This is an optimization exercise on Yosys and OpenROAD, whose aim is small area, a short achievable clock period and few clock cycles per item, not a production implementation.
For this run, only the layout was checked, not whether the RTL still works.

**flow/flow/run.sh**
```bash
#!/bin/bash
# Layout flow: the standard flow (standard.sh) with two changes.
#  1. Synthesis: ABC maps the logic with flow/abc_map.script (an area-
#     oriented &nf mapping) in place of ORFS's abc_speed/abc_area script.
#     Everything else in synthesis, registers included, is the standard
#     synthesis.
#  2. Placement: the port buffers that buffer_ports puts on every input and
#     output are sky130_fd_sc_hd__buf_1 cells.
# Each tool's output goes to the ORFS logs under orfs/logs; make's own
# output goes to flow_make.log.
set -euo pipefail
HERE=$(pwd)

# ORFS's synth.tcl, with abc_args pointed at our ABC script right after the
# preamble has set them up.
sed "/source \$::env(SCRIPTS_DIR)\/synth_preamble.tcl/a set abc_args [lreplace \$abc_args 1 1 $HERE/flow/abc_map.script]" \
    "$FLOW_HOME/scripts/synth.tcl" > "$HERE/synth_core.tcl"
grep -q "abc_map.script" "$HERE/synth_core.tcl"
# The standard flow's synthesis wrapper, sourcing that copy instead of ORFS's.
sed "s#source \$::env(SCRIPTS_DIR)/synth.tcl#source $HERE/synth_core.tcl#" \
    "$HERE/synth_recipe.tcl" > "$HERE/synth_top.tcl"
grep -q "synth_core.tcl" "$HERE/synth_top.tcl"

bash "$HERE/standard.sh" SYNTH_SCRIPT="$HERE/synth_top.tcl" \
    BUFFER_PORTS_ARGS="-buffer_cell sky130_fd_sc_hd__buf_1" \
    finish > "$HERE/flow_make.log" 2>&1
```
**flow/flow/abc_map.script**
```
strash
&get -n
&dch -f
&nf -R 1000
&put
buffer -c
topo
stime -c
upsize -c
dnsize -c
```
**flow/standard.sh**
```bash
#!/bin/bash
# synth_recipe.tcl (not shown) runs the flow's synth.tcl, then flattens the netlist and writes it again
# the make line also repeats each setting of config.mk as NAME=value (left out here)
make -C /OpenROAD-flow-scripts/flow DESIGN_CONFIG=/design/flow/config.mk WORK_HOME=/design/flow/orfs CLKGATE_MAP_FILE= SYNTH_SCRIPT=/design/flow/synth_recipe.tcl "${@:-finish}"
```
**flow/config.mk**
```make
export PLATFORM = sky130hd
export DESIGN_NAME = air_cmac
export DESIGN_NICKNAME = air_cmac
export VERILOG_FILES = /design/flow/design.v
export SDC_FILE = /design/flow/constraint.sdc
export NUM_CORES = 4
export LEC_CHECK = 0
export CAP_MARGIN = 20
export CORE_MARGIN = 2
export CORE_UTILIZATION = 65
export CTS_BUF_LIST = sky130_fd_sc_hd__clkbuf_4 sky130_fd_sc_hd__clkbuf_8
export PLACE_DENSITY = 0.85
export SETUP_SLACK_MARGIN = 3.8
export SLEW_MARGIN = 20
```
**flow/constraint.sdc**
```tcl
create_clock -name core_clock -period 10.0 [get_ports {clk}]
set_input_delay 2.0000 -clock core_clock [delete_from_list [all_inputs] [get_ports {clk}]]
set_output_delay 2.0000 -clock core_clock [all_outputs]
set_load 0.01 [all_outputs]
```
**flow/design.v**
```verilog
module aes_sbox (input wire [7:0] a, output wire [7:0] y);
    wire U0 = a[7], U1 = a[6], U2 = a[5], U3 = a[4], U4 = a[3], U5 = a[2], U6 = a[1], U7 = a[0];
    wire T1, T2, T3, T4, T5, T6, T7, T8, T9, T10, T11, T12, T13, T14, T15, T16, T17, T18, T19, T20, T21, T22, T23, T24, T25, T26, T27, M1, M2, M3, M4, M5, M6, M7, M8, M9, M10, M11, M12, M13, M14, M15, M16, M17, M18, M19, M20, M21, M22, M23, M24, M25, M26, M27, M28, M29, M30, M31, M32, M33, M34, M35, M36, M37, M38, M39, M40, M41, M42, M43, M44, M45, M46, M47, M48, M49, M50, M51, M52, M53, M54, M55, M56, M57, M58, M59, M60, M61, M62, M63, L0, L1, L2, L3, L4, L5, L6, L7, L8, L9, L10, L11, L12, L13, L14, L15, L16, L17, L18, L19, L20, L21, L22, L23, L24, L25, L26, L27, L28, L29;
    wire S0, S1, S2, S3, S4, S5, S6, S7;
    assign T1 = U0 ^ U3;
    assign T2 = U0 ^ U5;
    assign T3 = U0 ^ U6;
    assign T4 = U3 ^ U5;
    assign T5 = U4 ^ U6;
    assign T6 = T1 ^ T5;
    assign T7 = U1 ^ U2;
    assign T8 = U7 ^ T6;
    assign T9 = U7 ^ T7;
    assign T10 = T6 ^ T7;
    assign T11 = U1 ^ U5;
    assign T12 = U2 ^ U5;
    assign T13 = T3 ^ T4;
    assign T14 = T6 ^ T11;
    assign T15 = T5 ^ T11;
    assign T16 = T5 ^ T12;
    assign T17 = T9 ^ T16;
    assign T18 = U3 ^ U7;
    assign T19 = T7 ^ T18;
    assign T20 = T1 ^ T19;
    assign T21 = U6 ^ U7;
    assign T22 = T7 ^ T21;
    assign T23 = T2 ^ T22;
    assign T24 = T2 ^ T10;
    assign T25 = T20 ^ T17;
    assign T26 = T3 ^ T16;
    assign T27 = T1 ^ T12;
    assign M1 = T13 & T6;
    assign M2 = T23 & T8;
    assign M3 = T14 ^ M1;
    assign M4 = T19 & U7;
    assign M5 = M4 ^ M1;
    assign M6 = T3 & T16;
    assign M7 = T22 & T9;
    assign M8 = T26 ^ M6;
    assign M9 = T20 & T17;
    assign M10 = M9 ^ M6;
    assign M11 = T1 & T15;
    assign M12 = T4 & T27;
    assign M13 = M12 ^ M11;
    assign M14 = T2 & T10;
    assign M15 = M14 ^ M11;
    assign M16 = M3 ^ M2;
    assign M17 = M5 ^ T24;
    assign M18 = M8 ^ M7;
    assign M19 = M10 ^ M15;
    assign M20 = M16 ^ M13;
    assign M21 = M17 ^ M15;
    assign M22 = M18 ^ M13;
    assign M23 = M19 ^ T25;
    assign M24 = M22 ^ M23;
    assign M25 = M22 & M20;
    assign M26 = M21 ^ M25;
    assign M27 = M20 ^ M21;
    assign M28 = M23 ^ M25;
    assign M29 = M28 & M27;
    assign M30 = M26 & M24;
    assign M31 = M20 & M23;
    assign M32 = M27 & M31;
    assign M33 = M27 ^ M25;
    assign M34 = M21 & M22;
    assign M35 = M24 & M34;
    assign M36 = M24 ^ M25;
    assign M37 = M21 ^ M29;
    assign M38 = M32 ^ M33;
    assign M39 = M23 ^ M30;
    assign M40 = M35 ^ M36;
    assign M41 = M38 ^ M40;
    assign M42 = M37 ^ M39;
    assign M43 = M37 ^ M38;
    assign M44 = M39 ^ M40;
    assign M45 = M42 ^ M41;
    assign M46 = M44 & T6;
    assign M47 = M40 & T8;
    assign M48 = M39 & U7;
    assign M49 = M43 & T16;
    assign M50 = M38 & T9;
    assign M51 = M37 & T17;
    assign M52 = M42 & T15;
    assign M53 = M45 & T27;
    assign M54 = M41 & T10;
    assign M55 = M44 & T13;
    assign M56 = M40 & T23;
    assign M57 = M39 & T19;
    assign M58 = M43 & T3;
    assign M59 = M38 & T22;
    assign M60 = M37 & T20;
    assign M61 = M42 & T1;
    assign M62 = M45 & T4;
    assign M63 = M41 & T2;
    assign L0 = M61 ^ M62;
    assign L1 = M50 ^ M56;
    assign L2 = M46 ^ M48;
    assign L3 = M47 ^ M55;
    assign L4 = M54 ^ M58;
    assign L5 = M49 ^ M61;
    assign L6 = M62 ^ L5;
    assign L7 = M46 ^ L3;
    assign L8 = M51 ^ M59;
    assign L9 = M52 ^ M53;
    assign L10 = M53 ^ L4;
    assign L11 = M60 ^ L2;
    assign L12 = M48 ^ M51;
    assign L13 = M50 ^ L0;
    assign L14 = M52 ^ M61;
    assign L15 = M55 ^ L1;
    assign L16 = M56 ^ L0;
    assign L17 = M57 ^ L1;
    assign L18 = M58 ^ L8;
    assign L19 = M63 ^ L4;
    assign L20 = L0 ^ L1;
    assign L21 = L1 ^ L7;
    assign L22 = L3 ^ L12;
    assign L23 = L18 ^ L2;
    assign L24 = L15 ^ L9;
    assign L25 = L6 ^ L10;
    assign L26 = L7 ^ L9;
    assign L27 = L8 ^ L10;
    assign L28 = L11 ^ L14;
    assign L29 = L11 ^ L17;
    assign S0 = L6 ^ L24;
    assign S1 = ~(L16 ^ L26);
    assign S2 = ~(L19 ^ L28);
    assign S3 = L6 ^ L21;
    assign S4 = L20 ^ L22;
    assign S5 = L25 ^ L29;
    assign S6 = ~(L13 ^ L27);
    assign S7 = ~(L6 ^ L23);
    assign y = {S0, S1, S2, S3, S4, S5, S6, S7};
endmodule
module aes_key_step (
    input  wire [127:0] rk,
    input  wire [7:0]   rcon,
    output wire [127:0] next
);
    wire [31:0] w0 = rk[127:96] ^ {rcon, 24'h0};
    wire [31:0] w1 = rk[95:64];
    wire [31:0] w2 = rk[63:32];
    wire [31:0] w3 = rk[31:0];
    wire [31:0] sw;
    aes_sbox u_s0 (.a(w3[23:16]), .y(sw[31:24]));
    aes_sbox u_s1 (.a(w3[15:8]),  .y(sw[23:16]));
    aes_sbox u_s2 (.a(w3[7:0]),   .y(sw[15:8]));
    aes_sbox u_s3 (.a(w3[31:24]), .y(sw[7:0]));
    wire [31:0] p1 = w0 ^ w1;
    wire [31:0] p2 = p1 ^ w2;
    wire [31:0] p3 = p2 ^ w3;
    assign next = {w0 ^ sw, p1 ^ sw, p2 ^ sw, p3 ^ sw};
endmodule
module aes_round (
    input  wire [127:0] state,
    input  wire [127:0] rk,
    output wire [127:0] sr,
    output wire [127:0] mcx
);
    wire [127:0] sb;
    genvar i;
    generate
        for (i = 0; i < 16; i = i + 1) begin : g_sub
            aes_sbox u_sbox (.a(state[127-8*i -: 8]), .y(sb[127-8*i -: 8]));
        end
    endgenerate
    genvar c, r, j;
    generate
        for (c = 0; c < 4; c = c + 1) begin : g_col
            for (r = 0; r < 4; r = r + 1) begin : g_row
                assign sr[127-8*(4*c+r) -: 8] = sb[127-8*(4*((c+r)%4)+r) -: 8];
            end
        end
    endgenerate
    generate
        for (c = 0; c < 4; c = c + 1) begin : g_mix
            wire [7:0] a [0:3];
            wire [7:0] p [0:3];
            for (r = 0; r < 4; r = r + 1) begin : g_a
                assign a[r] = sr[127-32*c-8*r -: 8];
            end
            for (r = 0; r < 4; r = r + 1) begin : g_p
                assign p[r] = a[r] ^ a[(r+1)%4];
            end
            for (r = 0; r < 4; r = r + 1) begin : g_out
                wire [7:0] k  = rk[127-32*c-8*r -: 8];
                wire [7:0] x  = (a[(r+1)%4] ^ k) ^ p[(r+2)%4];
                wire [7:0] y  = {p[r][6:4], p[r][3] ^ p[r][7], p[r][2] ^ p[r][7],
                                 p[r][1], p[r][0] ^ p[r][7], p[r][7]};
                assign mcx[127-32*c-8*r -: 8] = x ^ y;
            end
        end
    endgenerate
endmodule
module air_cmac (
    input  wire         clk,
    input  wire         rst,
    input  wire         in_valid,
    output wire         in_ready,
    input  wire         in_first,
    input  wire         in_last,
    input  wire [4:0]   in_nbytes,
    input  wire [127:0] in_key,
    input  wire [127:0] in_data,
    output reg          out_valid,
    input  wire         out_ready,
    output wire [63:0]  out_tag
);
    reg         bfull;
    reg [127:0] blk;
    reg         bfirst, blast, bhit;
    reg [4:0]   bnb;
    reg [127:0] key_r;     
    reg [127:0] l_r;       
    reg         l_valid;
    reg [127:0] state;     
    reg [127:0] rk;        
    reg [3:0]   rnd;       
    reg         fin_rnd;   
    reg  [31:0] kw3;       
    reg  [7:0]  rcon;      
    reg         pend;      
    reg         job_l;     
    reg         job_last;  
    assign in_ready = !bfull;
    assign out_tag  = state[127:64];
    function automatic [127:0] dbl(input [127:0] v);
        dbl = {v[126:0], 1'b0} ^ (v[127] ? 128'h87 : 128'h0);
    endfunction
    wire [127:0] k1 = dbl(l_r);
    wire [127:0] k2 = dbl(k1);
    reg  [127:0] padded;
    integer b;
    always @(*) begin
        for (b = 0; b < 16; b = b + 1) begin
            if (b < bnb)
                padded[127-8*b -: 8] = blk[127-8*b -: 8];
            else if (b == bnb)
                padded[127-8*b -: 8] = 8'h80;
            else
                padded[127-8*b -: 8] = 8'h00;
        end
    end
    wire         need_l = bfirst && !bhit;
    wire [127:0] m_in   = !blast         ? blk :
                          (bnb >= 5'd16) ? (blk ^ k1) : (padded ^ k2);
    wire [127:0] feed   = (need_l ? 128'h0 : m_in) ^ key_r;
    wire [127:0] rk_next;
    wire [127:0] sr, mcx;
    aes_key_step u_key (.rk({fin_rnd ? key_r[127:32] : rk[127:32], kw3}),
                        .rcon(rcon), .next(rk_next));
    aes_round    u_rnd (.state(state), .rk(rk), .sr(sr), .mcx(mcx));
    wire wr_l    = fin_rnd && pend && job_l;                 
    wire wr_tag  = fin_rnd && pend && !job_l && job_last;      
    wire start   = fin_rnd && bfull && !(pend && (job_l || job_last)) &&
                   !(out_valid && !out_ready);
    wire keep_x  = pend;
    wire add_f   = !(pend && (job_l || job_last));
    wire [127:0] keep_m = {128{keep_x}};
    wire [127:0] fin    = (sr & keep_m) ^ ((rk & keep_m) ^ (add_f ? feed : 128'h0));
    always @(posedge clk) begin
        if (!bfull) begin
            blk    <= in_data;
            bnb    <= in_nbytes;
            bfirst <= in_first;
            blast  <= in_last;
            bhit   <= l_valid && (in_key == key_r);
            if (in_valid && in_first) begin
                key_r <= in_key;
                if (fin_rnd)
                    kw3 <= in_key[31:0];
                if (in_key != key_r)
                    l_valid <= 1'b0;
            end
        end
        if (out_valid && out_ready)
            out_valid <= 1'b0;
        if (!fin_rnd) begin
            state <= mcx;
            rk    <= rk_next;
            if (rnd != 4'd9)
                kw3 <= rk_next[31:0];
            else if (!bfull && in_valid && in_first)
                kw3 <= in_key[31:0];
            else
                kw3 <= key_r[31:0];
            rnd   <= rnd + 4'd1;
            fin_rnd <= (rnd == 4'd9);
            rcon    <= (rnd == 4'd9) ? 8'h01 : {rcon[6:0], 1'b0} ^ (rcon[7] ? 8'h1b : 8'h00);
        end else begin
            if (wr_l) begin
                l_r     <= fin;
                l_valid <= 1'b1;
                bhit    <= 1'b1;
                pend    <= 1'b0;
            end
            if (wr_tag) begin
                state     <= fin;               
                out_valid <= 1'b1;
                pend      <= 1'b0;
            end
            if (start) begin
                state    <= fin;
                rk       <= rk_next;
                kw3      <= rk_next[31:0];
                rnd      <= 4'd1;
                fin_rnd  <= 1'b0;
                rcon     <= 8'h02;
                pend     <= 1'b1;
                job_l    <= need_l;
                job_last <= blast;
            end
        end
        if (!bfull)
            bfull <= in_valid;
        else if (start && !need_l)
            bfull <= 1'b0;
        if (rst) begin
            bfull     <= 1'b0;
            rnd       <= 4'd10;
            fin_rnd   <= 1'b1;
            rcon      <= 8'h01;
            pend      <= 1'b0;
            out_valid <= 1'b0;
            l_valid   <= 1'b0;
        end
    end
endmodule
```
==> results.py <==
metrics = {
    "outcome": {
        "status": "timing/DRC/antenna clean",
    },
    "layout": {
        "syn_to_final_growth_pct": 10.4,
        "final_net_count": 7163,
        "mostFrequentLayoutCells": "1785 x xnor2_1, 867 x nand2_1, 682 x xor2_1",
        "fillers": 6881,
        "drive_above_1_share_pct": 10.3,
        "layout_commonest_cell": "xnor2_1",
    },
    "logic_synthesis": {
        "synth_edf_count": 681,
        "synth_seq_cells": 699,
        "ys_warn_count": 2,
        "ys_types": 69,
        "syn-num-nets": 6898,
        "async_flop_share_pct": 0,
        "synth_area_sq_um": 63100,
        "synth_ff_type": "edfxtp_1",
        "synth_cells": 6589,
        "avgSynthCellArea_sq_um": 9.57,
        "ys_seq_area_share_pct": 33.0,
    },
    "die": {
        "start_util_pct": 65.4,
        "die_h_microns": 316,
        "coreArea_sq_um": 96400,
        "fp.dieW_microns": 316,
        "rows": 114,
        "design.portCount": 333,
        "dieArea_sq_um": 99500,
    },
    "setup_path": {
        "reg2reg_depth": 23,
        "crit_chain": "xor2_2 > xnor2_4 > xnor2_1 > ha_1 > xnor2_1 > xnor2_1 > xnor2_1 > xor2_1 > mux2i_4 > xor2_2 > xnor2_1 > nand2_2 > xor2_4 > xnor2_2 > xnor2_2 > buf_4 > xnor2_2 > xnor2_2 > xnor2_2 > inv_2 > nand2_1 > a21oi_1 > a221o_1",
        "cp.required_ps": 10520,
        "max_stage_delay_ps": 510,
        "arrival_ps": 6600,
        "crit_slowest_cell": "edfxtp_1",
        "crit_fanout": 6,
        "start_kind": "flop",
        "path_depth": 23,
        "reg2reg_slack_ps": 3920,
        "reg2reg_from": "kw3[5]$_DFFE_PP_",
        "cp_num_buf_inv": 2,
        "crit_start": "kw3[5]$_DFFE_PP_",
        "cpLargestDelayFamily": "XOR/XNOR gates",
        "rr_endpoint": "kw3[12]$_DFFE_PP_",
        "setup.worst_path.end": "kw3[12]$_DFFE_PP_",
        "critPathCaptureType": "flop",
        "crit_type": "reg2reg",
    },
    "clock_network": {
        "htreeDepth": 3,
        "cts_hold_buf": 0,
        "cts_tree": "done",
        "cts_buffers": 118,
        "cts-root-buf": "clkbuf_8",
        "numClockSinks": 699,
        "clockBufferDepth": 3,
        "clk_latency_ps": 870,
        "clkTransAtPathRegs_ps": 70,
    },
    "timing": {
        "layout_setup_ws_ps": 3920,
        "hold_viol_final": 0,
        "setup_violations": 0,
        "rsz0062_at_grt": "true",
        "tns_ps": 0,
        "tightest_slew_ps": 1160,
        "fin_skew_ps": 80.8,
        "maxSlewViolCount": 0,
        "min_period_ps": 6080,
        "fmax_mhz": 164,
        "slew_headroom_pct": 22.4,
        "post-route-period-util_pct": 60.8,
    },
    "place": {
        "port_buffers": 332,
        "place_hpwl_microns": 161000,
        "dp_slack_ps": 3280,
        "gp_congestion": 1.06,
    },
    "hold_path": {
        "min_from": "l_valid$_SDFF_PP0_",
        "hp-class": "reg2reg",
    },
    "global_routing": {
        "grt_pass1_wl_microns": 301000,
        "antenna_found_initial": 7,
        "track_usage_pct": 40.6,
        "grt_max_degree": 175,
        "grt_overflow_total": 0,
        "grt_pass1_vias": 48000,
    },
    "route": {
        "viasPerCell": 6.15,
        "ant_nets": 0,
        "first_pass_iters": 9,
        "vias": 50600,
        "wl_per_cell_microns": 25.5,
        "drt-initial-drc-count": 7231,
        "drt_wl_total_microns": 210000,
        "drc_errors": 0,
    },
    "flow_run": {
        "cap_viol_max_count": 0,
    },
}
## registers in the layout (all words and copies together) (netlist names), 4 cells and up
name   flops
blk      128
l_r      128
key_r    128
bnb        5
rk       128
rcon       8
state    128
rnd        4
kw3       32
## final cells by class
class | count | area [sq um] | share of cell area (%)
antenna | 5 | 12.5 | 0.0180
tap | 1276 | 1600 | 2.29
multi-input combinational | 5499 | 42100 | 60.5
inverter | 110 | 429 | 0.616
clock inverter | 80 | 786 | 1.13
sequential | 699 | 20800 | 29.9
timing repair buffer | 426 | 2080 | 2.99
clock buffer | 141 | 1800 | 2.58
## metal layers
metal / part of all wire, % / GRT usage, % / up-vias
met5: 0.0048 / 0 / -
met4: 7.8 / 25.3 / 2
met1: 36 / 52.4 / 23900
li1: - / - / 22300
met3: 13 / 10.2 / 754
met2: 43 / 61.4 / 3580
## what timing repair did
action | 4_1_cts | 5_1_grt
gates resized for setup | 28 | 172
buffers inserted | 0 | 53
pin swaps | 0 | 30
endpoints found under the setup margin | 26 | 158
## Yosys cell counts (all sizes together) (7+ instances only)
master  count  area, sq um
and2       16          100
inv       108          405
xnor2    2065        19700
o311ai     21          184
and3       24          150
and2b       9         70.1
edfxtp    681        20400
dfxtp      18          360
nand2b     69          439
xor2      769         7220
or2         7         43.8
o22ai       8         50.1
o22a        7         62.6
ha         42          526
a21oi     437         2190
o21ai     564         2820
o211ai     27          203
a22oi      12         90.1
nor2      270         1050
a21o       31          233
nand2     873         3290
nor4        8         50.1
a31oi       7         56.3
mux2i     106         1090
nor2b      39          246
nand4      35          219
buf       108          689
nand3      13         65.1
clkbuf    173          653
## how the worst min path moves through the flow
stage                               endpoint  slack, ps  cells past startpoint
final                           bhit$_DFF_P_        470                      2
after global routing            bhit$_DFF_P_        500                      2
after CTS                       bhit$_DFF_P_        470                      2
after detailed placement  l_valid$_SDFF_PP0_        480                      2
after global placement    l_valid$_SDFF_PP0_        460                      2
after floorplan                 bhit$_DFF_P_        450                      2
## per-stage QoR
step	instances	utilization, %	cell area [sq um]	hold WS (ps)
after floorplan	6589	-	63100	445
after global placement	7956	67.4	65000	462
after detailed placement	7957	67.4	65000	477
after CTS	8178	70.3	67800	467
after global routing	8233	72.2	69600	498
final	8236	72.2	69600	468
## cells by family (layout without fill, tap and decap cells)
| logic type | after synthesis | after routing | synth area share (%) |
|---|---|---|---|
| DFF | 699 | 699 | 33.0 |
| adders and majority gates | 42 | 42 | 0.833 |
| xor gates and xnor gates | 2836 | 2836 | 42.7 |
| buffers and inverters | 391 | 757 | 2.78 |
| muxes | 111 | 111 | 1.82 |
| and+or+nand+nor | 1372 | 1372 | 9.15 |
| AOI/OAI and AO/OA | 1138 | 1138 | 9.69 |
| other | 0 | 5 | 0 |
## worst register-to-register path: cells and delay by family, from the launching register on
family,cells,cell delay (ps)
mux,1,360
flops,1,510
xor+xnor,15,3640
buf+inv,2,260
compound gates,2,500
simple gates,2,200
fa+ha+maj,1,290

port drivers added, routing unchanged:
In the flow no input, the clock included, has a driving cell. The finished layout below was timed again as built, in two steps. Step 1, drivers: a clkbuf_16 drives clk and a buf_2 each remaining input, both assumed. Step 2 adds t to the input delays and takes it off the output delays; t is the mean of the earliest and latest rising clock arrival at the registers after step 1. Input paths then give back, and output paths get back, about the clock's delay inside the block. Three values: ideal ports, drivers, drivers and shift; two values: the first two.
t, ns: 0.901
slack for setup (ns): 3.919 / 3.919 / 3.919
worst setup path at the end: register to register
latest minus earliest clock arrival (ns): 0.081 / 0.080
After both steps setup and hold are still met in this run. For this run, drivers alone change the setup slack by 0.000 ns; drivers and shift together by 0.000 ns.
